Context: an optimization exercise on an open-source flow, tuned for small area. The choices shown serve that exercise and are no tape-out recipe. Function was checked by simulation only, so behaviour that the tests miss may differ from the original.

==> flow/design.v (outline; a module is shown in full before it is edited, if it fits) <==
// module le_lane_alu: 3430 lines
// module le_fa: 4 lines
// module le_bsel: 3 lines
// module le_ha: 4 lines
module le_lane_alu (
    input  wire        clk,
    input  wire        rst,         
    input  wire        in_valid,
    input  wire [2:0]  op,
    input  wire        mod_sel,     
    input  wire [31:0] a,
    input  wire [31:0] b,
    input  wire [31:0] w,
    output reg         out_valid,
    output wire [31:0] x,
    output wire [31:0] y
);
  // ...
==> flow/run.sh <==
#!/bin/bash
# synth_recipe.tcl (not shown) runs the flow's synth.tcl, then flattens the netlist and writes it again
# the make line also repeats each setting of config.mk as NAME=value (left out here)
make -C /OpenROAD-flow-scripts/flow DESIGN_CONFIG=/design/flow/config.mk WORK_HOME=/design/flow/orfs CLKGATE_MAP_FILE= SYNTH_SCRIPT=/design/flow/synth_recipe.tcl finish
==> flow/config.mk <==
export PLATFORM = sky130hd
export DESIGN_NAME = le_lane_alu
export DESIGN_NICKNAME = le_lane_alu
export VERILOG_FILES = /design/flow/design.v
export SDC_FILE = /design/flow/constraint.sdc
export NUM_CORES = 4
export LEC_CHECK = 0
export ABC_AREA = 1
export CAP_MARGIN = 20
export CORE_MARGIN = 2
export CORE_UTILIZATION = 40
export SLEW_MARGIN = 20
==> flow/constraint.sdc <==
create_clock -name core_clock -period 18.0 [get_ports {clk}]
set_input_delay 3.6000 -clock core_clock [delete_from_list [all_inputs] [get_ports {clk}]]
set_output_delay 3.6000 -clock core_clock [all_outputs]
set_load 0.01 [all_outputs]
==> results.toml, run 1 <==
[routing]
detail_route.first_pass.iterations = 8
sum_of_routed_wire_segments_on_met1_um = 43110

[cells_and_area]
largest_reg_flops = 47
fill_cells = 8690
final_std_cell_area_no_fill_um2 = 39240
final.signal_inverter_count = 980

[logic_synthesis]
synthMuxAreaShare_pct = 0.08430
yosysUniqueCellTypes = 38
count_of_flip_flops_with_a_built_in_enable_after_synthesis = 0
synthAdderAreaFrac_pct = 47.20
postSynthCellCount = 3978
synth_top_family_by_area = "adder cells"

[floorplan]
floorplan.tapcells = 1165
die_x_um = 302.4
core.rowCount = 109

[critical_path]
critical_path_arrival_ns = 13.67
worstPathBufferInverterCount = 5
critical_path_class = "register to output pin"
ff2ff_path_depth = 42
timing.rr.start = "y1[1]"
most_frequent_cp_cell = "sky130_fd_sc_hd__fa_1"

[global_route]
number_of_antenna_violations_at_the_first_check_in_global_routing = 3
grt-busiest-layer = "met2"

[place]
dp_hpwl_um = 82530

[outcome]
run_status = "finished clean"

[sta]
max_clock_freq_mhz = 57.89
whs_ns = 0.3023
final_min_period_over_clock_period_pct = 95.96
min_period_ns = 17.27
timing_hold_violations_final = 0

[min_path]
timing.hold.worst_endpoint = "s2[18]"

[clock_tree]
tritoncts_clock_tree = "yes"
==> inputs of run 2 (changes only) <==
--- a/flow/config.mk
+++ b/flow/config.mk
@@ -11,2 +11,3 @@
 export CORE_UTILIZATION = 40
+export CTS_BUF_LIST = sky130_fd_sc_hd__clkbuf_4
 export SLEW_MARGIN = 20
==> run 2 against run 1 <==
Worst hold slack lost 0.017 ns. Area after synthesis is the same. Core utilization grew 0.10 points. Synthesized cell count is the same. Critical path depth is the same. Sequential share of layout area is essentially flat. Still clean. Via count grew 1.4%.
==> results.toml, run 2 <==
[global_route]
grt_use_total_pct = 23.40
grt_use_met3_pct = 4.819
global_route.usage.met1_pct = 30.90
grt-busiest-layer = "met2"
number_of_antenna_violations_at_the_first_check_in_global_routing = 5
global_route.overflow_total = 0
grt_util_met2_pct = 38.17
grt_max_degree = 53
grt_pass1_wl_um = 162300
number_of_global_route_vias_before_repair = 27780

[cells_and_area]
finish.net_count = 5096
largest_reg_flops = 47
fill_cells = 8746
final_std_cell_area_no_fill_um2 = 39330
number_of_standard_cells_in_the_final_layout_excluding_fillers = 5287
register_name_with_the_most_flops = "p2"
post_route_utilization_pct = 44.50
commonest_cells_after_routing_fill_and_taps_aside = "sky130_fd_sc_hd__inv_1, sky130_fd_sc_hd__fa_1, sky130_fd_sc_hd__nand2_1"
syn2layout_area_growth_pct = 10.40
drive_above_1_share_pct = 5.949
layout_top_registers = "p2: 47 flops, r3: 27 flops"
layout.cells.most_common = "sky130_fd_sc_hd__inv_1"

[floorplan]
die_x_um = 302.4
die_area_um2 = 91460
num_io_pins = 168
dieHeight_um = 302.4
initial_core_util_pct = 40.31
fp.coreArea_um2 = 88370
core.rowCount = 109

[critical_path]
crit_path_max_fanout = 23
critPathLaunchType = "register"
timing.critical_path.slowest_stage_cell = "sky130_fd_sc_hd__clkdlybuf4s50_1"
critical_path_class = "register to output pin"
ff2ff_setup_slack_ns = 3.87
critical_path_arrival_ns = 13.68
end_kind = "output pin"
cpPeakStageDelay_ns = 0.55
timing.critical_path.required_ns = 14.40
worst_r2r_endpoint = "p2[32]"
most_frequent_cp_cell = "sky130_fd_sc_hd__fa_1"
timing.rr.start = "y1[1]"
ff2ff_path_depth = 42

[routing]
detail_route.first_pass.iterations = 6
first_iter_violations = 1999
viasPerCell = 5.089
route.detailed.drc = 0
drt.antenna.violating_nets = 0
via_count = 26900
routed_wirelength_um = 104500
wl_per_cell_um = 19.77

[place]
dp_hpwl_um = 82530
gp_routability_congestion = 0.9481
detailed_place.area_um2 = 38170
dp.cells = 5150
port_buffers = 131
pre_cts_slack_ns = 1.105

[sta]
timing.final.max_slew_violations = 0
setup_repair_after_global_routing_missed_its_margin = "false"
skew_ns = 0.09905
worstMarginPinSlew_ns = 1.105
timing_hold_violations_final = 0
accumulated_negative_setup_slack_ns = 0
whs_ns = 0.2850
min_period_ns = 17.28
max_clock_freq_mhz = 57.86
slew-limit-headroom_pct = 26.23
final.setup.worst_slack_ns = 0.7179
finalSetupViolations = 0
final_min_period_over_clock_period_pct = 96.01

[logic_synthesis]
synth_seq_cells = 260
seq_area_frac_synth_pct = 14.61
netlist_area_um2 = 35620
post-synth-top-area-fraction_pct = 38.66
synth_area_leader_cell = "sky130_fd_sc_hd__fa_1"
synth_async_sr_flop_share_pct = 0
yosysUniqueCellTypes = 38
synthMostInstantiatedCell = "sky130_fd_sc_hd__inv_1"
yosys_warnings = 1
synth.top_cells.by_area = "sky130_fd_sc_hd__fa_1, sky130_fd_sc_hd__dfxtp_1, sky130_fd_sc_hd__inv_1"
count_of_flip_flops_with_a_built_in_enable_after_synthesis = 0
post_synth.cell_area_avg_um2 = 8.955
synth_top_flop_cell = "sky130_fd_sc_hd__dfxtp_1"
postSynthCellCount = 3978
synth_common_cells = "sky130_fd_sc_hd__inv_1, sky130_fd_sc_hd__fa_1, sky130_fd_sc_hd__nand2_1, sky130_fd_sc_hd__xor2_1, sky130_fd_sc_hd__o22ai_1"

[clock_tree]
cts_buffer_count = 70
clk_root_buffer_cell = "sky130_fd_sc_hd__clkbuf_4"
tritoncts_clock_tree = "yes"
cts.path.max_buffers = 3
cts.sinks = 260
cts-hold-fix-buffers = 0
clk-insertion-delay-late_ns = 0.77
clkSlewWorstSetupHoldPaths_ns = 0.06
cts_htree_levels = 3

[min_path]
timing.hold.worst_endpoint = "s2[10]"
worstHoldPathCells = 0
worstHoldStart = "s1[10]"
hold_path.class = "register to register"

[job]
drv.max_cap_violation_count = 0

[outcome]
run_status = "finished clean"
-- run 2: cells by family (layout without fill, tap and decap cells) --
kind of cell / after synthesis / count (layout) / synth area share (%)
buffers and inverters: 1195 / 1318 / 12.78
XOR/XNOR: 304 / 304 / 7.474
multiplexers: 3 / 3 / 0.08430
adder cells (fa/ha/maj): 931 / 931 / 47.20
other: 1 / 22 / 0.01053
flip-flops: 260 / 260 / 14.61
AND/OR/NAND/NOR: 685 / 685 / 7.657
AO/OA/AOI/OAI: 599 / 599 / 10.18
-- run 2: cell type report --
cell class | count | area (µm²) | area share, %
Antenna cell | 4 | 10.01 | 0.02545
Clock buffer | 100 | 750.7 | 1.909
Clock inverter | 28 | 306.5 | 0.7794
Inverter | 980 | 3682 | 9.363
Multi-Input combinational cell | 2540 | 25980 | 66.07
Sequential cell | 260 | 5206 | 13.24
Tap cell | 1165 | 1458 | 3.706
Timing Repair Buffer | 209 | 1926 | 4.896
Timing Repair inverter | 1 | 5.005 | 0.01273
-- run 2: metal layers --
layer / share of wire, % / vias up / routed length (µm)
li1: - / 12330 / -
met1: 41 / 13240 / 43060
met2: 47 / 1129 / 49440
met3: 7.8 / 213 / 8110
met4: 3.7 / 0 / 3909
met5: 0 / - / 0
-- run 2: how the worst max path moves through the flow --
stage | slack, ns | start | to
after global routing | 0.04 | op4[2] | x[5]
after CTS | 0.26 | op4[1] | x[16]
after floorplan | 1.79 | op4[1] | x[18]
after detailed placement | 1.10 | op4[1] | x[18]
final | 0.72 | op4[1] | x[0]
after global placement | 1.15 | op4[1] | x[21]
-- run 2: what timing repair did --
item,in CTS,in global routing
setup endpoints to repair,0,23
gates resized for setup,0,16
setup buffers,0,4
-- run 2: critical path: cells and delay by family, from the launching register on --
kind / cells / cell delay [ns]
DFF: 1 / 0.37
buffers and inverters: 5 / 0.95
AOI/OAI and AO/OA: 1 / 0.17
adders and majority gates: 24 / 10.48
and+or+nand+nor: 5 / 0.71
xor gates and xnor gates: 2 / 0.31

## re-timing with driven ports
No port has a modelled driver above. Below, the same layouts with a new extraction and two added sets of constraints.
Step 1 assumes that a clkbuf_16 drives the clock port and a buf_2 every other input.
Step 2 adds t to the input delays and takes it off the output delays; t is the mean of the earliest and latest rising clock arrival at the registers after step 1. Input paths then give back, and output paths get back, about the clock's delay inside the block.
Slacks: no drivers / after step 1 / after step 2; pairs: no drivers / after step 1.
run	t (ns)	setup WS [ns]	latest minus earliest clock arrival (ns)
run 1	0.625	0.727 / 0.673 / 1.298	0.030 / 0.029
run 2	0.780	0.718 / 0.664 / 1.444	0.106 / 0.106
After both steps setup and hold are still met in every run listed.
